Source: an optimization exercise on an open RTL-to-GDS flow (aim: small area, a short achievable clock period and few clock cycles per item). Production flows keep margins and buffers that such runs may drop. Where RTL was checked, it was by simulation tests only, not by an equivalence proof against the original. No activity file was given, so power comes from the tool's default toggle rates.

==> flow/design.v (excerpt) <==
module le_fpu (
    input  wire        clk,
    input  wire        rst,
    input  wire        in_valid,
    output wire        in_ready,
    input  wire [3:0]  in_fn,
    input  wire [31:0] in_a,
    input  wire [31:0] in_b,
    input  wire [31:0] in_c,
    output reg         out_valid,
    output reg  [31:0] out_result,
    output reg  [3:0]  out_flags
);
Size in the first run: roughly 5100 cells after synthesis, roughly 140 I/O pins.
clock: 30.0 ns
lec_check: 0
cap_margin: 20
core_margin: 2
core_utilization: 60
cts_cluster_diameter: 100
cts_cluster_size: 20
place_density: 0.7
slew_margin: 20
standard.sh (not shown) runs the stock make flow with config.mk's settings and CLKGATE_MAP_FILE= SYNTH_SCRIPT=/design/flow/synth_recipe.tcl, a recipe that flattens the netlist after the stock synthesis.
==> flow/flow/run.sh <==
#!/bin/bash
# Own layout flow: the standard layout (standard.sh, all steps unchanged) with one
# hook after global placement, flow/ports.tcl, which gives the port buffers that the
# standard flow inserts regular buffer cells (sky130_fd_sc_hd__buf_4 on outputs,
# sky130_fd_sc_hd__buf_1 on inputs) in place of the slow delay-buffer cell it picks
# by default. All output of the layout goes to
# standard.log here; ORFS's per-step logs stay under orfs/logs.
set -euo pipefail
W=$(pwd)
export POST_GLOBAL_PLACE_TCL="$W/flow/ports.tcl"
bash standard.sh finish > "$W/standard.log" 2>&1
==> flow/flow/ports.tcl <==
# Port buffers: the standard flow's flow inserts one buffer per input and output port (buffer_ports).
# Give them regular buffer cells instead of the slow delay-buffer cell picked by default:
# sky130_fd_sc_hd__buf_4 on the outputs (their paths set the clock period) and
# sky130_fd_sc_hd__buf_1 on the inputs (their paths have slack to spare).
set n_swapped 0
foreach inst [[ord::get_db_block] getInsts] {
  set name [$inst getName]
  if {[regexp {^(input|output)[0-9]+$} $name -> kind]} {
    set want [expr {$kind eq "output" ? "sky130_fd_sc_hd__buf_4" : "sky130_fd_sc_hd__buf_1"}]
    if {[[$inst getMaster] getName] ne $want} {
      replace_cell [get_cells $name] [get_lib_cells */$want]
      incr n_swapped
    }
  }
}
puts "ports.tcl: $n_swapped port buffers replaced"
Testbench counts at the start, summed over its fixed seeds: cycles 16,024, items 16,000.
Then changed:
--- a/flow/design.v
+++ b/flow/design.v
@@ -45,16 +45,16 @@
     wire a_fr = |a0[22:0], b_fr = |b0[22:0], c_fr = |c0[22:0];
     wire a_nan = a_ff & a_fr, b_nan = b_ff & b_fr, c_nan = c_ff & c_fr;
     wire a_inf = a_ff & ~a_fr, b_inf = b_ff & ~b_fr, c_inf = c_ff & ~c_fr;
     wire a_snan = a_nan & ~a0[22], b_snan = b_nan & ~b0[22], c_snan = c_nan & ~c0[22];
     wire [23:0] ma = {a_nz, a0[22:0] & {23{a_nz}}};
     wire [23:0] mb = {b_nz, b0[22:0] & {23{b_nz}}};
     wire [23:0] mc = {c_nz, c0[22:0] & {23{c_nz}}};
-    wire [23:0] xm = f_arith ? {a_nz, a0[22:0]} : {f_cvt & a0[31], 23'd0};
-    wire [23:0] ym = y_is_b ? {b_nz, b0[22:0]} : 24'h80_0000;
+    wire [23:0] xm = f_arith ? {1'b1, a0[22:0]} : {f_cvt & a0[31], 23'd0};
+    wire [23:0] ym = {1'b1, b0[22:0] & {23{y_is_b}}};
     wire        sp = f_arith ? (a0[31] ^ (y_is_b & b0[31])) : (f_cvt & a0[31]);
     wire [76:0] pp_s, pp_c;
     le_fpu_mul24cs u_mul (.x(xm), .y(ym), .s(pp_s), .c(pp_c));
     wire [23:0] mz = f_add ? mb : mc;
     wire        z_nz = f_add ? b_nz : (f_fma & c_nz);
     wire [7:0]  ez = f_add ? eb : ec;
     wire        sz = f_add ? (b0[31] ^ fn0[0]) : (f_fma ? c0[31] : f_mul);
Result: Register-to-register slack gets worse by 0.62 ns; combinational power hardly moves; design area decreases by 1.4%; fmax goes down by 2.8%; setup slack degrades by 0.21 ns; routed wire length is about the same; sequential share of layout area came out higher by 0.25 points; critical path depth came out higher by 21; synthesized area decreases by 1.5%; core utilization goes down by 0.44 points; worst hold slack is better by 0.039 ns.
Testbench counts after the change, summed over its fixed seeds: cycles 16,024, items 16,000.

========
## 03-10
le_fpu again, from the RTL that the note above started with.
clock: 30.0 ns
lec_check: 0
cap_margin: 20
core_margin: 2
core_utilization: 60
cts_cluster_diameter: 100
cts_cluster_size: 20
place_density: 0.7
slew_margin: 20
==> flow/flow/run.sh <==
#!/bin/bash
# Own layout flow: the standard layout (standard.sh, all steps unchanged) with one
# hook after global placement, flow/ports.tcl, which gives the port buffers that the
# standard flow inserts a regular buffer cell (sky130_fd_sc_hd__buf_4) in place of the
# slow delay-buffer cell it picks by default. All output of the layout goes to
# standard.log here; ORFS's per-step logs stay under orfs/logs.
set -euo pipefail
W=$(pwd)
export POST_GLOBAL_PLACE_TCL="$W/flow/ports.tcl"
bash standard.sh finish > "$W/standard.log" 2>&1
==> flow/flow/ports.tcl <==
# Port buffers: the standard flow's flow inserts one buffer per input and output port (buffer_ports).
# Give them a regular buffer cell instead of the slow delay-buffer cell picked by default.
set n_swapped 0
foreach inst [[ord::get_db_block] getInsts] {
  set name [$inst getName]
  if {[regexp {^(input|output)[0-9]+$} $name]} {
    set master [[$inst getMaster] getName]
    if {$master ne "sky130_fd_sc_hd__buf_4"} {
      replace_cell [get_cells $name] [get_lib_cells */sky130_fd_sc_hd__buf_4]
      incr n_swapped
    }
  }
}
puts "ports.tcl: $n_swapped port buffers set to sky130_fd_sc_hd__buf_4"
Testbench counts of 03-10, summed over its fixed seeds: cycles 16,024, items 16,000.
diff inputs: 03-10 => 02-20
--- a/flow/design.v
+++ b/flow/design.v
@@ -232,90 +232,77 @@
     end
     wire       mag_zero = ~|mag;
     wire [77:0] n6 = lzh[3] ? {mag[13:0], 64'd0} : mag;
     wire [55:0] n5 = lzh[2] ? {n6[45:0], 10'd0} : n6[77:22];
     wire        t5 = |n6[21:0] & ~lzh[2];
     wire [39:0] n4 = lzh[1] ? n5[39:0] : n5[55:16];
     wire        t4 = |n5[15:0] & ~lzh[1];
     wire [31:0] n3 = lzh[0] ? n4[31:0] : n4[39:8];
     wire        t3 = |n4[7:0] & ~lzh[0];
     wire [7:0]  tb = n3[31:24];
     wire [2:0]  lzl = tb[7] ? 3'd0 : tb[6] ? 3'd1 : tb[5] ? 3'd2 : tb[4] ? 3'd3 :
                       tb[3] ? 3'd4 : tb[2] ? 3'd5 : tb[1] ? 3'd6 : 3'd7;
-    wire [27:0] n2 = lzl[2] ? n3[27:0] : n3[31:4];
-    wire        t2 = |n3[3:0] & ~lzl[2];
-    wire [25:0] n1 = lzl[1] ? n2[25:0] : n2[27:2];
-    wire        t1s = |n2[1:0] & ~lzl[1];
-    wire [24:0] n0 = lzl[0] ? n1[24:0] : n1[25:1];
-    wire        t0s = n1[0] & ~lzl[0];
+    wire [6:0]  lz = {lzh, lzl};
+    wire [27:0] n2 = lz[2] ? n3[27:0] : n3[31:4];
+    wire        t2 = |n3[3:0] & ~lz[2];
+    wire [25:0] n1 = lz[1] ? n2[25:0] : n2[27:2];
+    wire        t1s = |n2[1:0] & ~lz[1];
+    wire [24:0] n0 = lz[0] ? n1[24:0] : n1[25:1];
+    wire        t0s = n1[0] & ~lz[0];
     wire        sticky = t5 | t4 | t3 | t2 | t1s | t0s;
     wire [23:0] sig  = n0[24:1];
     wire        rbit = n0[0];
     wire        rup  = rbit & (sticky | sig[0]);
-    reg  [24:0] allone;      
-    integer m;
-    always @* begin
-        allone[0] = 1'b1;
-        for (m = 1; m <= 24; m = m + 1)
-            allone[m] = allone[m-1] & sig[m-1];
-    end
-    wire [24:0] mr   = {1'b0, sig} ^ ({25{rup}} & allone);
-    wire signed [10:0] eh   = r_etop - $signed({4'd0, lzh, 3'd0});
-    wire signed [10:0] eh255 = eh - 11'sd255;
-    wire signed [10:0] eh254 = eh - 11'sd254;
-    wire signed [10:0] lzs  = $signed({8'd0, lzl});
-    wire signed [10:0] e_n  = eh - lzs;
-    wire        en_pos  = eh > lzs;              
-    wire        en_zero = eh == lzs;             
-    wire signed [10:0] e_n1 = (eh + 11'sd1) - lzs;
-    wire [7:0]  e_r  = mr[24] ? e_n1[7:0] : e_n[7:0];
-    wire        ovf  = (eh255 >= lzs) | ((eh254 == lzs) & mr[24]);
+    wire [24:0] mr   = {1'b0, sig} + {24'd0, rup};
+    wire signed [10:0] e_n = r_etop - $signed({4'd0, lz});
+    wire [7:0]  e_r  = e_n[7:0] + {7'd0, mr[24]};
+    wire        ovf  = (e_n >= 11'sd255) | ((e_n == 11'sd254) & mr[24]);
     reg [31:0] res;
     reg        of;
     always @* begin
         of = 1'b0;
         if (r_raw)
             res = mag[47:16];
         else if (r_nan)
             res = QNAN;
         else if (r_inf)
             res = {r_sinf, 8'hFF, 23'd0};
         else if (mag_zero | r_fz)
             res = {r_zsgn, 31'd0};
-        else if (en_pos) begin
+        else if (e_n >= 11'sd1) begin
             if (ovf) begin
                 res = {s1, 8'hFF, 23'd0};
                 of  = 1'b1;
             end else
                 res = {s1, e_r, mr[22:0]};
-        end else if (en_zero && (&sig))
+        end else if ((e_n == 11'sd0) && (&sig))
             res = {s1, 8'd1, 23'd0};
         else
             res = {s1, 31'd0};
     end
     always @(posedge clk) begin
         out_valid  <= v1 & ~rst;
         out_result <= res;
         out_flags  <= {of, 1'b0, r_nv, r_sat};
     end
 endmodule
 module le_fpu_cadd #(
-    parameter integer W = 54,
-    parameter integer L = 6          
+    parameter integer W = 54
 ) (
     input  wire [W-1:0] x,
     input  wire [W-1:0] y,
     output wire [W-1:0] s0,
     output wire [W-1:0] s1
 );
+    localparam integer L = $clog2(W);
     wire [W-1:0] g0 = x & y;
     wire [W-1:0] p0 = x ^ y;
     wire [W-1:0] g [0:L];
     wire [W-1:0] p [0:L];
     assign g[0] = g0;
     assign p[0] = p0;
     genvar l, i;
     generate
         for (l = 0; l < L; l = l + 1) begin : lv
             for (i = 0; i < W; i = i + 1) begin : bt
                 if (((i >> l) % 2) == 1) begin : cmb
                     localparam integer J = ((i >> l) << l) - 1;
==> comparison <==
Going from 03-10 to 02-20, total routing usage reported by global routing moved down; buffering overhead higher; fmax down 2.1 MHz; number of buffers other than clock buffers in the final layout saw an increase; via count of the first global-routing pass now smaller. In 02-20, the cell area came out 600 um^2 below the value in 03-10. Compared with 03-10, in 02-20 required arrival time at the worst endpoint now larger; worst hold slack across all endpoints now smaller; power in combinational cells now smaller.
The RTL of 02-20 was laid out without a check of its function.

static timing again, ports no longer ideal:
How much do the figures lean on ideal ports? The routed layouts below were timed once more, with nothing changed but the port constraints. Step 1: set_driving_cell puts a clkbuf_16 on clk and a buf_2 on each other input, an assumption about the parent block. Step 2 adds t to the input delays and takes it off the output delays; t is the mean of the earliest and latest rising clock arrival at the registers after step 1. Input paths then give back, and output paths get back, about the clock's delay inside the block. a / b / c = ideal / step 1 / step 2; a / b = the first two.
run	t, ns	slack for setup (ns)	latest minus earliest clock arrival (ns)	worst slew at a driven data input, ns
the first run of note 1	0.691	22.905 / 22.831 / 23.318	0.055 / 0.054	0.04
the second run of note 1	0.656	22.697 / 22.697 / 22.697	0.025 / 0.024	0.06
03-10	0.674	22.932 / 22.858 / 23.262	0.030 / 0.029	0.04
02-20	0.676	22.827 / 22.827 / 22.827	0.029 / 0.029	0.04
After both steps every run listed still meets setup and hold.
